From an optimization exercise on the open Yosys and OpenROAD flow, aimed at small area and a short achievable clock period; shortcuts taken in it are not production practice. The RTL was checked by simulation tests, not by an equivalence proof against the original design. No activity file was given, so power comes from the tool's default toggle rates.

==> flow/design.v (outline; a module is shown in full before it is edited, if it fits) <==
// module hb_sum: 1410 lines
// module rate_ctl: 147 lines
module rate_ctl (
    input  wire               clk,
    input  wire               rst,         
    input  wire [1:0]         rate_sel,    
    input  wire               minphase,    
    input  wire               in_valid,
    input  wire signed [17:0] in_data,
    output reg                out_valid,
    output reg  signed [17:0] out_data
);
  // ...
==> flow/run.sh <==
#!/bin/bash
# synth_recipe.tcl (not shown) runs the flow's synth.tcl, then flattens the netlist and writes it again
# the make line also repeats each setting of config.mk as NAME=value (left out here)
make -C /OpenROAD-flow-scripts/flow DESIGN_CONFIG=/design/flow/config.mk WORK_HOME=/design/flow/orfs CLKGATE_MAP_FILE= SYNTH_SCRIPT=/design/flow/synth_recipe.tcl finish
==> flow/config.mk <==
export PLATFORM = sky130hd
export DESIGN_NAME = rate_ctl
export DESIGN_NICKNAME = rate_ctl
export VERILOG_FILES = /design/flow/design.v
export SDC_FILE = /design/flow/constraint.sdc
export NUM_CORES = 4
export LEC_CHECK = 0
export CAP_MARGIN = 20
export CORE_MARGIN = 2
export CORE_UTILIZATION = 40
export CTS_BUF_LIST = sky130_fd_sc_hd__clkbuf_4 sky130_fd_sc_hd__clkbuf_8
export PLACE_DENSITY = 0.6
export SLEW_MARGIN = 20
==> flow/constraint.sdc <==
create_clock -name core_clock -period 20.0 [get_ports {clk}]
set_input_delay 4.0000 -clock core_clock [delete_from_list [all_inputs] [get_ports {clk}]]
set_output_delay 4.0000 -clock core_clock [all_outputs]
set_load 0.01 [all_outputs]
==> summary.txt, run 1 <==
status=finished clean; share of power burned in registers=0.344; Primary FF master, synth=edfxtp_1; EDFF count, synth=846; initial antenna violation count=7; multi-input logic area=22700 sq um; DR iter-0 viols=4864; Final min period=6.02 ns; post-synth top area share=0.459; Levels on crit path=1; Layout clock area frac=0.0610; compound-gate portion of the synthesized area=0.117; inverters=597; largest family of logic cells by synthesized area=adder cells; GP Congestion=0.974; Yosys top cell by area=edfxtp_1; crit-path max FO=1; met2 Resource Use GR=0.400; Setup TNS=0 ns; worst clock skew=0.0501 ns; register area=30100 sq um; met2 WL=82100 microns; Clock net power=2.08 mW; CTS Buffer Depth=3; drt total wl=179000 microns; largest net degree at the start of global routing=135; setup ws final=13.98 ns; top cells by count, synth=edfxtp_1 (846), inv_1 (590), fa_1 (426), a21oi_1 (311), nor2_1 (257); Synth Register Bits=1081
==> inputs of run 2 (changes only) <==
--- a/flow/config.mk
+++ b/flow/config.mk
@@ -8,6 +8,5 @@
 export CAP_MARGIN = 20
 export CORE_MARGIN = 2
 export CORE_UTILIZATION = 40
-export CTS_BUF_LIST = sky130_fd_sc_hd__clkbuf_4 sky130_fd_sc_hd__clkbuf_8
 export PLACE_DENSITY = 0.6
 export SLEW_MARGIN = 20
==> run 2 against run 1 <==
Net effect: still clean; clock-buffer cell count shrank 102; clock power fell by 3%; design area shrank 0.48%; critical path depth rose by 12; sequential power hardly changed; via count fell by 1.4%; clock skew fell by 0.0071 ns; die area did not move; register-to-register slack lost 0.04 ns; critical path type is now reg2reg; critical endpoint is now S1[19]$_DFF_P_.
==> summary.txt, run 2 <==
CTS tree=built; number of remaining DRC errors=0; DR iter-0 viols=5019 (+3.2%); die height=376 microns; Slowest cell on crit path=dfxtp_4; drt total wl=178000 microns (-0.77%); Synth warnings=1; initial antenna violation count=6 (-1); CTS H-tree lvls=3; final hold vios=0; hpwl dp=129000 microns; top cells by count, synth=edfxtp_1 (846), inv_1 (590), fa_1 (426), a21oi_1 (311), nor2_1 (257); Max Used Layer=met5; routed len/inst=28.6 microns; Slew headroom=0.218; status=finished clean; NetSw=3.08 mW; Met3 Routed Length=17800 microns; CP most frequent cell=fa_1; setup violators final=0; Top Registers=h1e x180, h2e x180, h3e x180; share of post-route cells with drive strength above 1=0.0724; commonest non-fill, non-tap cell in the layout=edfxtp_1; clock transition at the registers of the reported paths=0.06 ns; commonest non-fill, non-tap cells in the layout=edfxtp_1 (846), inv_1 (589), fa_1 (426); critical path's top delay family=adder cells; clock latency on the worst-skew pair=0.75 ns; CTS Buf Count=107; gr usage total=0.252; CTS Buffer Depth=3 (unchanged); Data required, critical path=20.59 ns; largest net degree at the start of global routing=135 (unchanged); synthesized area per cell=13.0 sq um; Cells after Synth=4256; Setup TNS=0 ns (unchanged); die area=141000 sq um; Pins Over Slew Limit=0; CTS resizes=0; first-pass GRT wire length=256000 microns; Primary FF master, synth=edfxtp_1; clock network power share=0.248; Area Growth Syn to Fin=11.4%; Final Cycle Share=0.293; top cells by area, synth=edfxtp_1 (46%), fa_1 (15%), dfxtp_1 (8.5%), ha_1 (4.2%), inv_1 (4.0%); critical path startpoint category=register; distinct cell type count after synthesis=81; Core Area=137000 sq um; Std-Cell Rows=136; grt total ovfl=0; crit-path max FO=74 (+73); clock root buffer=clkbuf_16; WL met1=69900 microns; Logic pwr share=0.406; sw frac=0.379; maxcap violations=0; Synth Register Bits=1081 (unchanged); Pre-antenna DRT Iters=9; crit path buf inv count=5; Pint=5.05 mW; Max Clock Freq=170 MHz; Via density=5.74; via count=35600; Cells after DPL=5998; post-synthesis sequential area ratio=0.544; nets=4951; Hold Buf Count CTS=0; met2 WL=81800 microns (-0.30%); Max VDD drop=0.000108 V; EDFF count, synth=846 (unchanged); IO Port Bufs=42; leakage=23.5 nW; largest stage delay on the critical path=0.86 ns; final non-filler cell total=6202; Worst EP arrival=6.46 ns; Final min period=5.87 ns (-0.153 ns); Ports=43; Initial Util=0.403; Setup Crit Path Kind=reg2reg; Hold Crit Class=reg2reg; Cell Chain, Critical Path=clkinv_1 > buf_4 > o21ai_0 > fa_1 > fa_1 > inv_1 > fa_1 > inv_1 > fa_1 > fa_1 > fa_1 > inv_1 > fa_1; most frequent cell after synthesis=edfxtp_1; unrepaired setup endpoints after global routing=false; post-synth net total=4894; vias in the first global route=36200; clock sinks=1081; worst clock skew=0.0430 ns (-0.00712 ns); post-route ant nets=0; Async SR Flop Fraction=0; Mapped Area=55400 sq um; Slew @ Worst Pin=1.17 ns; post-synth top area share=0.459 (unchanged); Post-CTS Setup Bufs=0; Power Density=132 nW/um^2; share of power burned in registers=0.347 (+0.003); Yosys top cell by area=edfxtp_1; Final Util=0.449; Die Width=376 microns; GP Congestion=0.974 (unchanged); Critical Path Sink Type=register
-- run 2: cell counts after synthesis --
Identical to the previous run, type by type.
-- run 2: final timing paths --
kind,startpoint,endpoint,slack (ns),depth (start not counted)
max reg2reg,cfgc[1]$_DFF_P_,S1[19]$_DFF_P_,14.13,13
min,tA[1]$_SDFF_PP0_,tB[1]$_DFF_P_,0.37,0
min reg2reg,tA[1]$_SDFF_PP0_,tB[1]$_DFF_P_,0.37,0
max,cfgc[1]$_DFF_P_,S1[19]$_DFF_P_,14.13,13
-- run 2: cells by family (layout without fill, tap and decap cells) --
family / Yosys count / in the layout / share of synthesized area
compound gates: 920 / 920 / 0.117
xor+xnor: 112 / 112 / 0.0177
fa+ha+maj: 616 / 616 / 0.197
buf+inv: 753 / 904 / 0.0516
flops: 1081 / 1081 / 0.544
mux: 116 / 116 / 0.0218
other cells: 0 / 1 / 0
simple gates: 658 / 658 / 0.0510
-- run 2: cell type report --
cell class / instances / area (sq um)
tap: 1794 / 2240
sequential: 1081 / 30100
multi-input combinational: 2422 / 22700
clock buffer: 143 / 2900
clock inverter: 60 / 597
inverter: 597 / 2240
timing repair buffer: 104 / 911
fill: 12400 / 75800
antenna: 1 / 2.50
-- run 2: metrics by stage --
stage | instance area [sq um] | total power, mW | hold WS (ns) | setup slack (ns)
2_1_floorplan | 55400 | 4.98 | 0.310 | 10.82
3_3_place_gp | 58200 | 6.11 | 0.364 | 14.17
3_5_place_dp | 58200 | 6.20 | 0.341 | 14.16
4_1_cts | 61700 | 8.22 | 0.362 | 14.13
5_1_grt | 61700 | 8.77 | 0.365 | 13.81
6_report | 61700 | 8.13 | 0.368 | 14.13
-- run 2: worst register-to-register path: stages (launching register included) --
cell and delay (ns):
dfxtp_4 0.86, clkinv_1 0.53, buf_4 0.42, o21ai_0 0.42, fa_1 0.48, fa_1 0.52, inv_1 0.05, fa_1 0.50
inv_1 0.07, fa_1 0.44, fa_1 0.41, fa_1 0.54, inv_1 0.05, fa_1 0.45
-- run 2: power groups by stage --
stage	combinational, mW	clock, mW	sequential (mW)
final	3.30	2.01	2.82
after global routing	3.81	2.13	2.83
after CTS	3.36	2.04	2.82
after detailed placement	3.34	0	2.86
after global placement	3.24	0	2.87
after floorplan	2.17	0	2.81
-- run 2: per-layer routing --
| layer | track usage | vias to the layer above |
|---|---|---|
| li1 | - | 15300 |
| met1 | 0.338 | 18100 |
| met2 | 0.402 | 1897 |
| met3 | 0.0542 | 346 |
| met4 | 0.0975 | 8 |
| met5 | 0 | - |
==> inputs of run 3 (changes only) <==
--- a/flow/config.mk
+++ b/flow/config.mk
@@ -8,5 +8,8 @@
 export CAP_MARGIN = 20
 export CORE_MARGIN = 2
 export CORE_UTILIZATION = 40
+export CTS_BUF_LIST = sky130_fd_sc_hd__clkbuf_8
+export CTS_CLUSTER_DIAMETER = 60
+export CTS_CLUSTER_SIZE = 14
 export PLACE_DENSITY = 0.6
 export SLEW_MARGIN = 20
==> run 3 against run 2 <==
Net effect: critical path depth is 12 lower; first-iteration DRC count shrank 2.8%; routed wire length decreased by 0.23%; sequential share of layout area grew 1.2 points; clock skew rose by 0.015 ns; sequential power about the same; maximum frequency is 1.5% lower; design area is 2.4% lower; still clean; synthesized area stayed put; register-to-register slack improved by 0.02 ns; cell count fell by 0.32%; power down 8.2%.
==> summary.txt, run 3 <==
first-pass GRT wire length=255000 microns (-0.28%); Max VDD drop=0.000112 V (+4.0%); CTS Buf Count=100 (-6.5%); CTS resizes=0 (unchanged); Slowest cell on crit path=clkdlybuf4s50_1; Data required, critical path=16.00 ns (-4.59 ns); Initial Util=0.403 (unchanged); clock root buffer=clkbuf_8; post-synthesis adder-cell area fraction=0.197 (unchanged); drt total wl=177000 microns (-0.23%); clock transition at the registers of the reported paths=0.09 ns (+0.03 ns); clock sinks=1081 (unchanged); Synth Area in Simple Gates=0.0510 (unchanged); Power Density=124 nW/um^2 (-6.0%); Slew headroom=0.190 (-0.0279); Setup Crit Path Kind=reg2out; total power=7.46 mW (-8.2%); CTS tree=built; Slew @ Worst Pin=1.22 ns (+0.0497 ns); Pint=4.47 mW (-11%); Ports=43 (unchanged); share of post-route cells with drive strength above 1=0.0682 (-0.00418); Post-CTS Setup Bufs=0 (unchanged); gr usage total=0.252 (-0.000767); crit path buf inv count=1 (-4); largest net degree at the start of global routing=135 (unchanged); Synth Register Bits=1081 (unchanged); Synth warnings=1 (unchanged); mux cell area share after synthesis=0.0218 (unchanged); hpwl dp=129000 microns (unchanged); top cells by area, synth=edfxtp_1 (46%), fa_1 (15%), dfxtp_1 (8.5%), ha_1 (4.2%), inv_1 (4.0%); post-route ant nets=0 (unchanged); final non-filler cell total=6182 (-0.32%); Mapped Area=55400 sq um (unchanged); NetSw=3.00 mW (-2.9%); Fill cells=12500 (+1.5%); Cells after DPL=5998 (unchanged); top cells by count, synth=edfxtp_1 (846), inv_1 (590), fa_1 (426), a21oi_1 (311), nor2_1 (257); commonest non-fill, non-tap cells in the layout=edfxtp_1 (846), inv_1 (631), fa_1 (426); Cell Chain, Critical Path=clkdlybuf4s50_1; vias in the first global route=36100 (-0.26%); setup violators final=0 (unchanged); grt total ovfl=0 (unchanged); Hold Buf Count CTS=0 (unchanged); Max Clock Freq=168 MHz (-1.5%); crit-path max FO=1 (-99%); worst clock skew=0.0581 ns (+0.0151 ns); commonest non-fill, non-tap cell in the layout=edfxtp_1; critical path startpoint category=register; synthesized area per cell=13.0 sq um (unchanged); nets=4944 (-0.14%); most frequent cell after synthesis=edfxtp_1; Cells after Synth=4256 (unchanged); post-synth top area share=0.459 (unchanged); status=finished clean; Logic pwr share=0.441 (+0.035); GP Congestion=0.974 (unchanged); Via density=5.74 (-0.15%); Async SR Flop Fraction=0 (unchanged); distinct cell type count after synthesis=81 (unchanged); EDFF count, synth=846 (unchanged); Die Width=376 microns (unchanged); number of remaining DRC errors=0 (unchanged); Worst EP arrival=1.96 ns (-4.50 ns); largest family of logic cells by synthesized area=adder cells; compound-gate portion of the synthesized area=0.117 (unchanged); leakage=22.9 nW (-2.3%); Area Growth Syn to Fin=8.73%; CTS H-tree lvls=3 (unchanged); post-synthesis sequential area ratio=0.544 (unchanged); unrepaired setup endpoints after global routing=false; Yosys top cell by area=edfxtp_1; via count=35500 (-0.47%); DR iter-0 viols=4879 (-2.8%); Hold Crit Class=reg2reg; Pins Over Slew Limit=0 (unchanged); clock latency on the worst-skew pair=0.87 ns (+0.12 ns); sw frac=0.401 (+0.0221); share of power burned in registers=0.377 (+0.030); CTS Buffer Depth=3 (unchanged); Top Registers=h1e x180, h2e x180, h3e x180; setup ws final=14.04 ns (-0.0921 ns); maxcap violations=0 (unchanged); IO Port Bufs=42 (unchanged); clock network power share=0.182 (-0.066); initial antenna violation count=6 (unchanged); Core Area=137000 sq um (unchanged); largest stage delay on the critical path=0.59 ns (-0.27 ns); die height=376 microns (unchanged); critical path's top delay family=buffers and inverters; die area=141000 sq um (unchanged); Std-Cell Rows=136 (unchanged); Pre-antenna DRT Iters=9 (unchanged); Final Util=0.438 (-0.0108); routed len/inst=28.7 microns (about the same); Primary FF master, synth=edfxtp_1; Final min period=5.96 ns (+0.0921 ns); Final Cycle Share=0.298 (+0.00461); Setup TNS=0 ns (unchanged); Critical Path Sink Type=output pin; final hold vios=0 (unchanged); Place WS=14.16 ns (unchanged); post-synth net total=4894 (unchanged); Post-Synth XOR/XNOR Area=0.0177 (unchanged)
==> run 3: logic make-up after synthesis <==
| group | after synthesis |
|---|---|
| AOI/OAI and AO/OA | 920 |
| xor gates and xnor gates | 112 |
| buffers and inverters | 753 |
| and+or+nand+nor | 658 |
| muxes | 116 |
| adders and majority gates | 616 |
| DFF | 1081 |
==> run 3: worst paths after layout <==
path / from / endpoint / slack, ns / cells past startpoint
setup reg to reg: cfgc[1]$_DFF_P_ / S1[18]$_DFF_P_ / 14.15 / 13
hold / removal: tA[1]$_SDFF_PP0_ / tB[1]$_DFF_P_ / 0.37 / 0
setup / recovery: out_data[6]$_DFFE_PP_ / out_data[6] / 14.04 / 1
hold reg to reg: tA[1]$_SDFF_PP0_ / tB[1]$_DFF_P_ / 0.37 / 0
==> run 3: layout make-up <==
cell class / instances / area [sq um] / share of cell area
clock inverter: 76 / 567 / 0.00941
multi-input combinational: 2422 / 22700 / 0.377
tap: 1794 / 2240 / 0.0373
timing repair buffer: 104 / 911 / 0.0151
clock buffer: 104 / 1430 / 0.0238
inverter: 597 / 2240 / 0.0372
antenna: 4 / 10.0 / 0.000166
sequential: 1081 / 30100 / 0.500
==> run 3: stage by stage <==
stage / hold WS [ns] / cell area (sq um)
2_1_floorplan: 0.310 / 55400
3_3_place_gp: 0.364 / 58200
3_5_place_dp: 0.341 / 58200
4_1_cts: 0.370 / 60200
5_1_grt: 0.377 / 60200
6_report: 0.368 / 60200
==> run 3: power by group through the flow <==
stage          registers [mW]  logic, mW  clock network [mW]
2_1_floorplan            2.81       2.17                   0
6_report                 2.81       3.29                1.36
3_5_place_dp             2.86       3.34                   0
4_1_cts                  2.81       3.36                1.39
5_1_grt                  2.83       3.81                1.47
3_3_place_gp             2.87       3.24                   0
==> run 3: per-layer routing <==
layer,up-vias,part of all wire,global-route usage
met5,-,0,0
met4,0,0.048,0.107
met3,333,0.093,0.0468
met2,1852,0.46,0.398
met1,18000,0.40,0.341
li1,15300,-,-

-- re-timing with driven ports --
No port has a modelled driver above. Below, the same layouts with a new extraction and two added sets of constraints.
Step 1 (the two cells are an assumption about what drives the block):
set clk [get_ports {clk}]
set_driving_cell -lib_cell sky130_fd_sc_hd__clkbuf_16 $clk
set_driving_cell -lib_cell sky130_fd_sc_hd__buf_2 [delete_from_list [all_inputs] $clk]
Step 2 times the ports against the registers' clock, not the clock port: input delays grow and output delays shrink by t, the midpoint of the rising clock arrivals with the driver on.
a / b / c = no drivers / after step 1 / after step 2; a / b = the first two.
| run | shift t [ns] | slack for setup (ns) | worst setup path after step 2 | worst data-port slew with drivers (ns) |
|---|---|---|---|---|
| run 1 | 0.944 | 13.981 / 13.911 / 14.162 | input to register | 0.04 |
| run 2 | 0.802 | 14.134 / 14.077 / 14.134 | register to register | 0.04 |
| run 3 | 0.914 | 14.042 / 13.972 / 14.149 | register to register | 0.04 |
After both steps setup and hold are still met in every run listed.
